What follows belongs to an exercise in optimizing a design on an open flow for small area, a short achievable clock period and few clock cycles per item; a production flow would make more cautious choices.
At most, simulation tests tie the RTL to the original design; equivalence was not proved.
Power is estimated from default activity; no workload was simulated.

// cws_bitenc
module cws_bitenc (
    input  wire        clk,
    input  wire        rst,
    input  wire        cmd_valid,
    output wire        cmd_ready,
    input  wire [1:0]  cmd_hdr,
    input  wire [1:0]  cmd_crc,
    input  wire        cmd_fec,
    input  wire [12:0] cmd_len,
    input  wire [15:0] cmd_bseq,
    input  wire [31:0] cmd_user,
    input  wire        in_valid,
    output wire        in_ready,
    input  wire [7:0]  in_data,
    output wire        out_valid,
    input  wire        out_ready,
    output wire [15:0] out_data,
    output wire [4:0]  out_nbits,
    output wire        out_last
);
Settings: LEC_CHECK=0, CAP_MARGIN=20, CORE_MARGIN=2, CORE_UTILIZATION=40, PLACE_DENSITY=0.6, SETUP_SLACK_MARGIN=2.8, SLEW_MARGIN=20; clock period 5.0 ns.
run.sh (not shown) runs the stock make flow with config.mk's settings and CLKGATE_MAP_FILE= SYNTH_SCRIPT=/design/flow/synth_recipe.tcl, a recipe that flattens the netlist after the stock synthesis.
Then changed:
--- a/flow/design.v
+++ b/flow/design.v
@@ -34,15 +34,14 @@
     reg        cur_d;          
     reg        cur_t;          
     reg        cur_e;          
     reg        cur_l;          
     reg  [7:0] q1_d;           
     reg        q1_v;
-    reg [15:0] pk;             
-    reg        pk_full, pk_half, pk_last;
-    reg  [2:0] pk_nb;          
+    reg  [7:0] pk;             
+    reg        pk_half;
     reg [15:0] od;
     reg        ov, ol;
     reg  [2:0] onb;
     function [15:0] crc16_byte(input [15:0] c, input [7:0] b);
         integer i;
         reg [15:0] r;
@@ -63,13 +62,14 @@
             crc32_byte = ~r;
         end
     endfunction
     wire [31:0] c32n = crc32_byte(crc, cur);
     wire [15:0] c16n = crc16_byte(crc[31:16], cur);
     wire [31:0] crc_upd = {ck32 ? c32n[31:16] : c16n, c32n[15:0]};
-    wire go = cur_v && !pk_full;
+    wire out_free = !ov || out_ready;
+    wire go = cur_v && out_free;
     reg [15:0] fw;
     reg  [5:0] enc_n;
     always @* begin : conv
         integer i;
         reg [6:0] w;
         reg [5:0] s;
@@ -82,17 +82,16 @@
         end
         enc_n = s;
     end
     wire [7:0] rb = {cur[0], cur[1], cur[2], cur[3], cur[4], cur[5], cur[6], cur[7]};
     wire        complete = fec || cur_e || pk_half || cur_l;
     wire [15:0] cb = fec     ? {fw[15:12] & {4{!cur_t}}, fw[11:0]} :
-                     pk_half ? {rb, pk[7:0]} : {8'h00, rb};
+                     pk_half ? {rb, pk} : {8'h00, rb};
     wire [2:0]  cb_nb = fec     ? (cur_t ? 3'b011 : 3'b100) :
                         pk_half ? 3'b100 :
                         cur_e   ? 3'b000 : 3'b010;
-    wire out_free = !ov || out_ready;
     wire keep0  = cur_v && !go;
     wire push   = in_valid && in_ready_r;
     wire accept = idle && cmd_valid;
     wire left_2 = (in_left == 13'd2);
     wire h_end  = (fcnt == (hlong ? 3'd7 : 3'd3));
     wire c_end  = (ccnt == (ck32 ? 2'd3 : 2'd1));
@@ -222,33 +221,23 @@
             cur_v      <= accept ? ((cmd_hdr != 2'd0) || cmd_empty) :
                           (keep0 || fetch_h1 || fetch_h || pay_got ||
                            fetch_c || fetch_tail);
             q1_v       <= q1_v_n;
             in_ready_r <= left_nz_n && !q1_v_n && !f_h1_n;
         end
-        if (go) begin
-            pk      <= cb;
-            pk_nb   <= cb_nb;
-            pk_last <= cur_l;
-        end
-        if (rst) begin
-            pk_full <= 1'b0;
+        if (go)
+            pk <= rb;
+        if (rst)
             pk_half <= 1'b0;
-        end else begin
-            if (go)
-                pk_half <= !complete;
-            if (go && complete && !out_free)
-                pk_full <= 1'b1;
-            else if (out_free)
-                pk_full <= 1'b0;
-        end
+        else if (go)
+            pk_half <= !complete;
         if (out_free) begin
-            od  <= pk_full ? pk      : cb;
-            onb <= pk_full ? pk_nb   : cb_nb;
-            ol  <= pk_full ? pk_last : cur_l;
+            od  <= cb;
+            onb <= cb_nb;
+            ol  <= cur_l;
         end
         if (rst)
             ov <= 1'b0;
         else if (out_free)
-            ov <= pk_full || (go && complete);
+            ov <= go && complete;
     end
 endmodule
Result:
- core utilization went up by 3.0 points
- routed wire length is higher by 3.0%
- final cell count goes down by 2.0%
- synthesized area falls by 5.6%
- register-to-register slack is better by 0.04 ns
- total power goes down by 3.6%
- count of clock-buffer cells in the layout is unchanged
Function was not checked in any run of this note: the RTL went through the layout flow alone.

The RTL this note starts from:
==> flow/design.v <==
module cws_bitenc (
    input  wire        clk,
    input  wire        rst,
    input  wire        cmd_valid,
    output wire        cmd_ready,
    input  wire [1:0]  cmd_hdr,
    input  wire [1:0]  cmd_crc,
    input  wire        cmd_fec,
    input  wire [12:0] cmd_len,
    input  wire [15:0] cmd_bseq,
    input  wire [31:0] cmd_user,
    input  wire        in_valid,
    output wire        in_ready,
    input  wire [7:0]  in_data,
    output wire        out_valid,
    input  wire        out_ready,
    output wire [15:0] out_data,
    output wire [4:0]  out_nbits,
    output wire        out_last
);
    reg        idle;           
    reg        f_h1, f_h, f_pay, f_c, f_tail;
    reg  [2:0] fcnt;           
    reg  [1:0] ccnt;           
    reg        hlong, has_pay, ck16, ck32, fec;
    reg [47:0] hsr;            
    reg [31:0] crc;            
    reg  [5:0] enc;            
    reg [12:0] in_left;        
    reg        left_z, left_1;  
    reg        in_ready_r;
    reg  [7:0] cur;            
    reg        cur_v;
    reg        cur_d;          
    reg        cur_t;          
    reg        cur_e;          
    reg        cur_l;          
    reg  [7:0] q1_d;           
    reg        q1_v;
    reg  [7:0] pk;             
    reg        pk_half;
    reg [15:0] od;
    reg        ov, ol;
    reg  [2:0] onb;
    function [15:0] crc16_byte(input [15:0] c, input [7:0] b);
        integer i;
        reg [15:0] r;
        begin
            r = c;
            for (i = 7; i >= 0; i = i - 1)
                r = {r[14:0], 1'b0} ^ ((r[15] ^ b[i]) ? 16'h1021 : 16'h0000);
            crc16_byte = r;
        end
    endfunction
    function [31:0] crc32_byte(input [31:0] c, input [7:0] b);
        integer i;
        reg [31:0] r;
        begin
            r = ~c;
            for (i = 0; i < 8; i = i + 1)
                r = {1'b0, r[31:1]} ^ ((r[0] ^ b[i]) ? 32'hEDB8_8320 : 32'h0000_0000);
            crc32_byte = ~r;
        end
    endfunction
    wire [31:0] c32n = crc32_byte(crc, cur);
    wire [15:0] c16n = crc16_byte(crc[31:16], cur);
    wire [31:0] crc_upd = {ck32 ? c32n[31:16] : c16n, c32n[15:0]};
    wire out_free = !ov || out_ready;
    wire go = cur_v && out_free;
    reg [15:0] fw;
    reg  [5:0] enc_n;
    always @* begin : conv
        integer i;
        reg [6:0] w;
        reg [5:0] s;
        s = enc;
        for (i = 0; i < 8; i = i + 1) begin
            w = {cur[7 - i], s};
            fw[2 * i]     = ^(w & 7'o171);
            fw[2 * i + 1] = ^(w & 7'o133);
            s = w[6:1];
        end
        enc_n = s;
    end
    wire [7:0] rb = {cur[0], cur[1], cur[2], cur[3], cur[4], cur[5], cur[6], cur[7]};
    wire        complete = fec || cur_e || pk_half || cur_l;
    wire [15:0] cb = fec     ? {fw[15:12] & {4{!cur_t}}, fw[11:0]} :
                     pk_half ? {rb, pk} : {8'h00, rb};
    wire [2:0]  cb_nb = fec     ? (cur_t ? 3'b011 : 3'b100) :
                        pk_half ? 3'b100 :
                        cur_e   ? 3'b000 : 3'b010;
    wire keep0  = cur_v && !go;
    wire push   = in_valid && in_ready_r;
    wire accept = idle && cmd_valid;
    wire left_2 = (in_left == 13'd2);
    wire h_end  = (fcnt == (hlong ? 3'd7 : 3'd3));
    reg  [7:0] hbyte;          
    always @* begin
        case (fcnt)
            3'd2:    hbyte = hsr[47:40];
            3'd3:    hbyte = hsr[39:32];
            3'd4:    hbyte = hsr[31:24];
            3'd5:    hbyte = hsr[23:16];
            3'd6:    hbyte = hsr[15:8];
            default: hbyte = hsr[7:0];
        endcase
    end
    wire c_end  = (ccnt == (ck32 ? 2'd3 : 2'd1));
    wire nocrc  = !ck16 && !ck32;
    wire fetch_h1   = !keep0 && f_h1;
    wire fetch_h    = !keep0 && f_h;
    wire fetch_pay  = !keep0 && f_pay;
    wire fetch_c    = f_c && (!cur_v || (go && !cur_d));
    wire fetch_tail = !keep0 && f_tail;
    wire pay_got  = fetch_pay && (q1_v || push);
    wire pay_last = q1_v ? left_z : left_1;
    wire data_end = (fetch_h && h_end && !has_pay) || (pay_got && pay_last);
    wire q1_v_n = fetch_pay ? (q1_v && push) : (q1_v || push);
    wire f_h1_n = accept ? (cmd_hdr != 2'd0) : (f_h1 && !fetch_h1);
    wire left_nz_n = accept ? (cmd_len != 13'd0) :
                     idle ? 1'b0 :
                     push ? !left_1 : !left_z;
    wire cmd_empty = (cmd_hdr == 2'd0) && (cmd_len == 13'd0) &&
                     (cmd_crc == 2'd0) && !cmd_fec;
    assign cmd_ready = idle;
    assign in_ready  = in_ready_r;
    assign out_valid = ov;
    assign out_data  = od;
    assign out_nbits = {onb, 2'b00};
    assign out_last  = ol;
    always @(posedge clk) begin
        if (idle) begin
            hlong   <= (cmd_hdr == 2'd2);
            has_pay <= (cmd_len != 13'd0);
            ck16    <= (cmd_crc == 2'd1);
            ck32    <= (cmd_crc == 2'd2);
            fec     <= cmd_fec;
            hsr     <= {cmd_bseq, cmd_user};
            in_left <= cmd_len;
            crc     <= (cmd_crc == 2'd2) ? 32'h0000_0000 : 32'hFFFF_FFFF;
            enc     <= 6'd0;
            fcnt    <= 3'd2;
            ccnt    <= 2'd0;
            left_z  <= (cmd_len == 13'd0);
            left_1  <= (cmd_len == 13'd1);
            cur     <= {3'b000, cmd_len[12:8]};
            cur_d   <= 1'b1;
            cur_t   <= 1'b0;
            cur_e   <= cmd_empty;
            cur_l   <= cmd_empty;
        end else begin
            if (push) begin
                in_left <= in_left - 13'd1;
                left_z  <= left_1;
                left_1  <= left_2;
            end
            if (go) begin
                if (cur_d)
                    crc <= crc_upd;
                enc <= enc_n;
            end
            if (fetch_h1) begin
                cur   <= in_left[7:0];
                cur_d <= 1'b1;
                cur_l <= 1'b0;
            end
            if (fetch_h) begin
                cur   <= hbyte;
                cur_d <= 1'b1;
                cur_l <= h_end && !has_pay && nocrc && !fec;
                fcnt  <= fcnt + 3'd1;
            end
            if (fetch_pay) begin
                cur   <= q1_v ? q1_d : in_data;
                cur_d <= 1'b1;
                cur_l <= pay_last && nocrc && !fec;
            end
            if (fetch_c) begin
                cur   <= crc[31:24];
                cur_d <= 1'b0;
                cur_l <= c_end && !fec;
                crc   <= {crc[23:0], 8'd0};
                ccnt  <= ccnt + 2'd1;
            end
            if (fetch_tail) begin
                cur   <= 8'd0;
                cur_d <= 1'b0;
                cur_t <= 1'b1;
                cur_l <= 1'b1;
            end
        end
        if (!(q1_v && !fetch_pay))
            q1_d <= in_data;
        if (rst) begin
            idle       <= 1'b1;
            f_h1       <= 1'b0;
            f_h        <= 1'b0;
            f_pay      <= 1'b0;
            f_c        <= 1'b0;
            f_tail     <= 1'b0;
            cur_v      <= 1'b0;
            q1_v       <= 1'b0;
            in_ready_r <= 1'b0;
        end else begin
            if (accept) begin
                idle   <= 1'b0;
                f_pay  <= (cmd_hdr == 2'd0) && (cmd_len != 13'd0);
                f_c    <= (cmd_hdr == 2'd0) && (cmd_len == 13'd0) && (cmd_crc != 2'd0);
                f_tail <= (cmd_hdr == 2'd0) && (cmd_len == 13'd0) && (cmd_crc == 2'd0) && cmd_fec;
            end else begin
                if (go && cur_l)
                    idle <= 1'b1;
                if (fetch_h && h_end && has_pay)
                    f_pay <= 1'b1;
                else if (pay_got && pay_last)
                    f_pay <= 1'b0;
                if (data_end && !nocrc)
                    f_c <= 1'b1;
                else if (fetch_c && c_end)
                    f_c <= 1'b0;
                if ((data_end && nocrc && fec) || (fetch_c && c_end && fec))
                    f_tail <= 1'b1;
                else if (fetch_tail)
                    f_tail <= 1'b0;
            end
            f_h1 <= f_h1_n;
            if (fetch_h1)
                f_h <= 1'b1;
            else if (fetch_h && h_end)
                f_h <= 1'b0;
            cur_v      <= accept ? ((cmd_hdr != 2'd0) || cmd_empty) :
                          (keep0 || fetch_h1 || fetch_h || pay_got ||
                           fetch_c || fetch_tail);
            q1_v       <= q1_v_n;
            in_ready_r <= left_nz_n && !q1_v_n && !f_h1_n;
        end
        if (go)
            pk <= rb;
        if (rst)
            pk_half <= 1'b0;
        else if (go)
            pk_half <= !complete;
        if (out_free) begin
            od  <= cb;
            onb <= cb_nb;
            ol  <= cur_l;
        end
        if (rst)
            ov <= 1'b0;
        else if (out_free)
            ov <= go && complete;
    end
endmodule
==> flow/config.mk <==
export PLATFORM = sky130hd
export DESIGN_NAME = cws_bitenc
export DESIGN_NICKNAME = cws_bitenc
export VERILOG_FILES = /design/flow/design.v
export SDC_FILE = /design/flow/constraint.sdc
export NUM_CORES = 4
export LEC_CHECK = 0
export CAP_MARGIN = 20
export CORE_MARGIN = 2
export CORE_UTILIZATION = 40
export PLACE_DENSITY = 0.6
export SETUP_SLACK_MARGIN = 2.8
export SLEW_MARGIN = 20
==> flow/constraint.sdc <==
create_clock -name core_clock -period 5.0 [get_ports {clk}]
set_input_delay 1.0000 -clock core_clock [delete_from_list [all_inputs] [get_ports {clk}]]
set_output_delay 1.0000 -clock core_clock [all_outputs]
set_load 0.01 [all_outputs]
standard.sh (not shown) runs the stock make flow with config.mk's settings and CLKGATE_MAP_FILE= SYNTH_SCRIPT=/design/flow/synth_recipe.tcl, a recipe that flattens the netlist after the stock synthesis.
==> flow/flow/run.sh <==
#!/bin/bash
# The standard layout, with plain buffers (buf_1) on the ports instead of
# the delay-cell buffers that buffer_ports picks by default. Every port
# still gets its own buffer.
set -euo pipefail
bash standard.sh finish "BUFFER_PORTS_ARGS=-buffer_cell sky130_fd_sc_hd__buf_1" > flow_make.log 2>&1
Then changed:
--- a/flow/design.v
+++ b/flow/design.v
@@ -25,22 +25,21 @@
     reg        hlong, has_pay, ck16, ck32, fec;
     reg [47:0] hsr;            
     reg [31:0] crc;            
     reg  [5:0] enc;            
     reg [12:0] in_left;        
-    reg        left_z, left_1;  
+    reg        hi_z;           
     reg        in_ready_r;
     reg  [7:0] cur;            
     reg        cur_v;
     reg        cur_d;          
     reg        cur_t;          
     reg        cur_e;          
     reg        cur_l;          
     reg  [7:0] q1_d;           
     reg        q1_v;
-    reg  [7:0] pk;             
-    reg        pk_half;
+    reg        pk_half;        
     reg [15:0] od;
     reg        ov, ol;
     reg  [2:0] onb;
     function [15:0] crc16_byte(input [15:0] c, input [7:0] b);
         integer i;
@@ -54,14 +53,14 @@
     endfunction
     function [31:0] crc32_byte(input [31:0] c, input [7:0] b);
         integer i;
         reg [31:0] r;
         begin
-            r = ~c;
+            r = c;
             for (i = 0; i < 8; i = i + 1)
                 r = {1'b0, r[31:1]} ^ ((r[0] ^ b[i]) ? 32'hEDB8_8320 : 32'h0000_0000);
-            crc32_byte = ~r;
+            crc32_byte = r;
         end
     endfunction
     wire [31:0] c32n = crc32_byte(crc, cur);
     wire [15:0] c16n = crc16_byte(crc[31:16], cur);
     wire [31:0] crc_upd = {ck32 ? c32n[31:16] : c16n, c32n[15:0]};
@@ -83,19 +82,31 @@
         enc_n = s;
     end
     wire [7:0] rb = {cur[0], cur[1], cur[2], cur[3], cur[4], cur[5], cur[6], cur[7]};
     wire        complete = fec || cur_e || pk_half || cur_l;
     wire [15:0] cb = fec     ? {fw[15:12] & {4{!cur_t}}, fw[11:0]} :
-                     pk_half ? {rb, pk} : {8'h00, rb};
+                     pk_half ? {rb, od[7:0]} : {8'h00, rb};
     wire [2:0]  cb_nb = fec     ? (cur_t ? 3'b011 : 3'b100) :
                         pk_half ? 3'b100 :
                         cur_e   ? 3'b000 : 3'b010;
     wire keep0  = cur_v && !go;
     wire push   = in_valid && in_ready_r;
     wire accept = idle && cmd_valid;
-    wire left_2 = (in_left == 13'd2);
+    wire left_z = hi_z && (in_left[3:0] == 4'd0);
+    wire left_1 = hi_z && (in_left[3:0] == 4'd1);
+    wire hi_1   = (in_left[12:4] == 9'd1);
     wire h_end  = (fcnt == (hlong ? 3'd7 : 3'd3));
+    reg  [7:0] cbyte;
+    always @* begin
+        case (ccnt)
+            2'd0:    cbyte = crc[31:24];
+            2'd1:    cbyte = crc[23:16];
+            2'd2:    cbyte = crc[15:8];
+            default: cbyte = crc[7:0];
+        endcase
+        cbyte = cbyte ^ {8{ck32}};
+    end
     reg  [7:0] hbyte;          
     always @* begin
         case (fcnt)
             3'd2:    hbyte = hsr[47:40];
             3'd3:    hbyte = hsr[39:32];
@@ -135,26 +146,25 @@
             ck16    <= (cmd_crc == 2'd1);
             ck32    <= (cmd_crc == 2'd2);
             fec     <= cmd_fec;
             hsr     <= {cmd_bseq, cmd_user};
             in_left <= cmd_len;
-            crc     <= (cmd_crc == 2'd2) ? 32'h0000_0000 : 32'hFFFF_FFFF;
+            crc     <= 32'hFFFF_FFFF;
             enc     <= 6'd0;
             fcnt    <= 3'd2;
             ccnt    <= 2'd0;
-            left_z  <= (cmd_len == 13'd0);
-            left_1  <= (cmd_len == 13'd1);
+            hi_z    <= (cmd_len[12:4] == 9'd0);
             cur     <= {3'b000, cmd_len[12:8]};
             cur_d   <= 1'b1;
             cur_t   <= 1'b0;
             cur_e   <= cmd_empty;
             cur_l   <= cmd_empty;
         end else begin
             if (push) begin
                 in_left <= in_left - 13'd1;
-                left_z  <= left_1;
-                left_1  <= left_2;
+                if (in_left[3:0] == 4'd0)
+                    hi_z <= hi_1;
             end
             if (go) begin
                 if (cur_d)
                     crc <= crc_upd;
                 enc <= enc_n;
@@ -174,14 +184,13 @@
                 cur   <= q1_v ? q1_d : in_data;
                 cur_d <= 1'b1;
                 cur_l <= pay_last && nocrc && !fec;
             end
             if (fetch_c) begin
-                cur   <= crc[31:24];
+                cur   <= cbyte;
                 cur_d <= 1'b0;
                 cur_l <= c_end && !fec;
-                crc   <= {crc[23:0], 8'd0};
                 ccnt  <= ccnt + 2'd1;
             end
             if (fetch_tail) begin
                 cur   <= 8'd0;
                 cur_d <= 1'b0;
@@ -232,12 +241,10 @@
                           (keep0 || fetch_h1 || fetch_h || pay_got ||
                            fetch_c || fetch_tail);
             q1_v       <= q1_v_n;
             in_ready_r <= left_nz_n && !q1_v_n && !f_h1_n;
         end
-        if (go)
-            pk <= rb;
         if (rst)
             pk_half <= 1'b0;
         else if (go)
             pk_half <= !complete;
         if (out_free) begin
Via count drops by about 1.2%; flip-flop and latch count goes down by 9; register-to-register slack gains 110 ps; setup slack improves by 91 ps; cell area fell by 9.6%.
Testbench counts after the change, summed over its fixed seeds: cycles 90,573, items 1,077,244.
The RTL of the first run of this note was laid out without a check of its function.

==> what the ideal ports hide <==
No port has a modelled driver above. Below, the same layouts with a new extraction and two added sets of constraints. Step 1, drivers: a clkbuf_16 drives clk and a buf_2 each remaining input, both assumed. Step 2 moves the port delays by t, midway between the first and last clock arrival at a register: inputs arrive t later, outputs are due t later. That takes back most of the time a late clock gives input paths. a / b / c = ideal / step 1 / step 2; a / b = the first two.
run	t (ns)	setup WS [ns]	worst setup path after step 2	slew at the worst register clock pin (ns)
the first run of note 1	0.485	2.799 / 2.799 / 2.369	input to register	0.09 / 0.09
the second run of note 1	0.476	2.837 / 2.837 / 2.394	input to register	0.08 / 0.08
the first run of note 2	0.484	2.750 / 2.750 / 2.302	input to register	0.08 / 0.08
the second run of note 2	0.481	2.841 / 2.845 / 2.377	input to register	0.07 / 0.07
After both steps setup and hold are still met in every run listed. The setup slack of the second run of note 2, which loses most, moves by +0.004 ns with the drivers and by -0.464 ns with both steps.
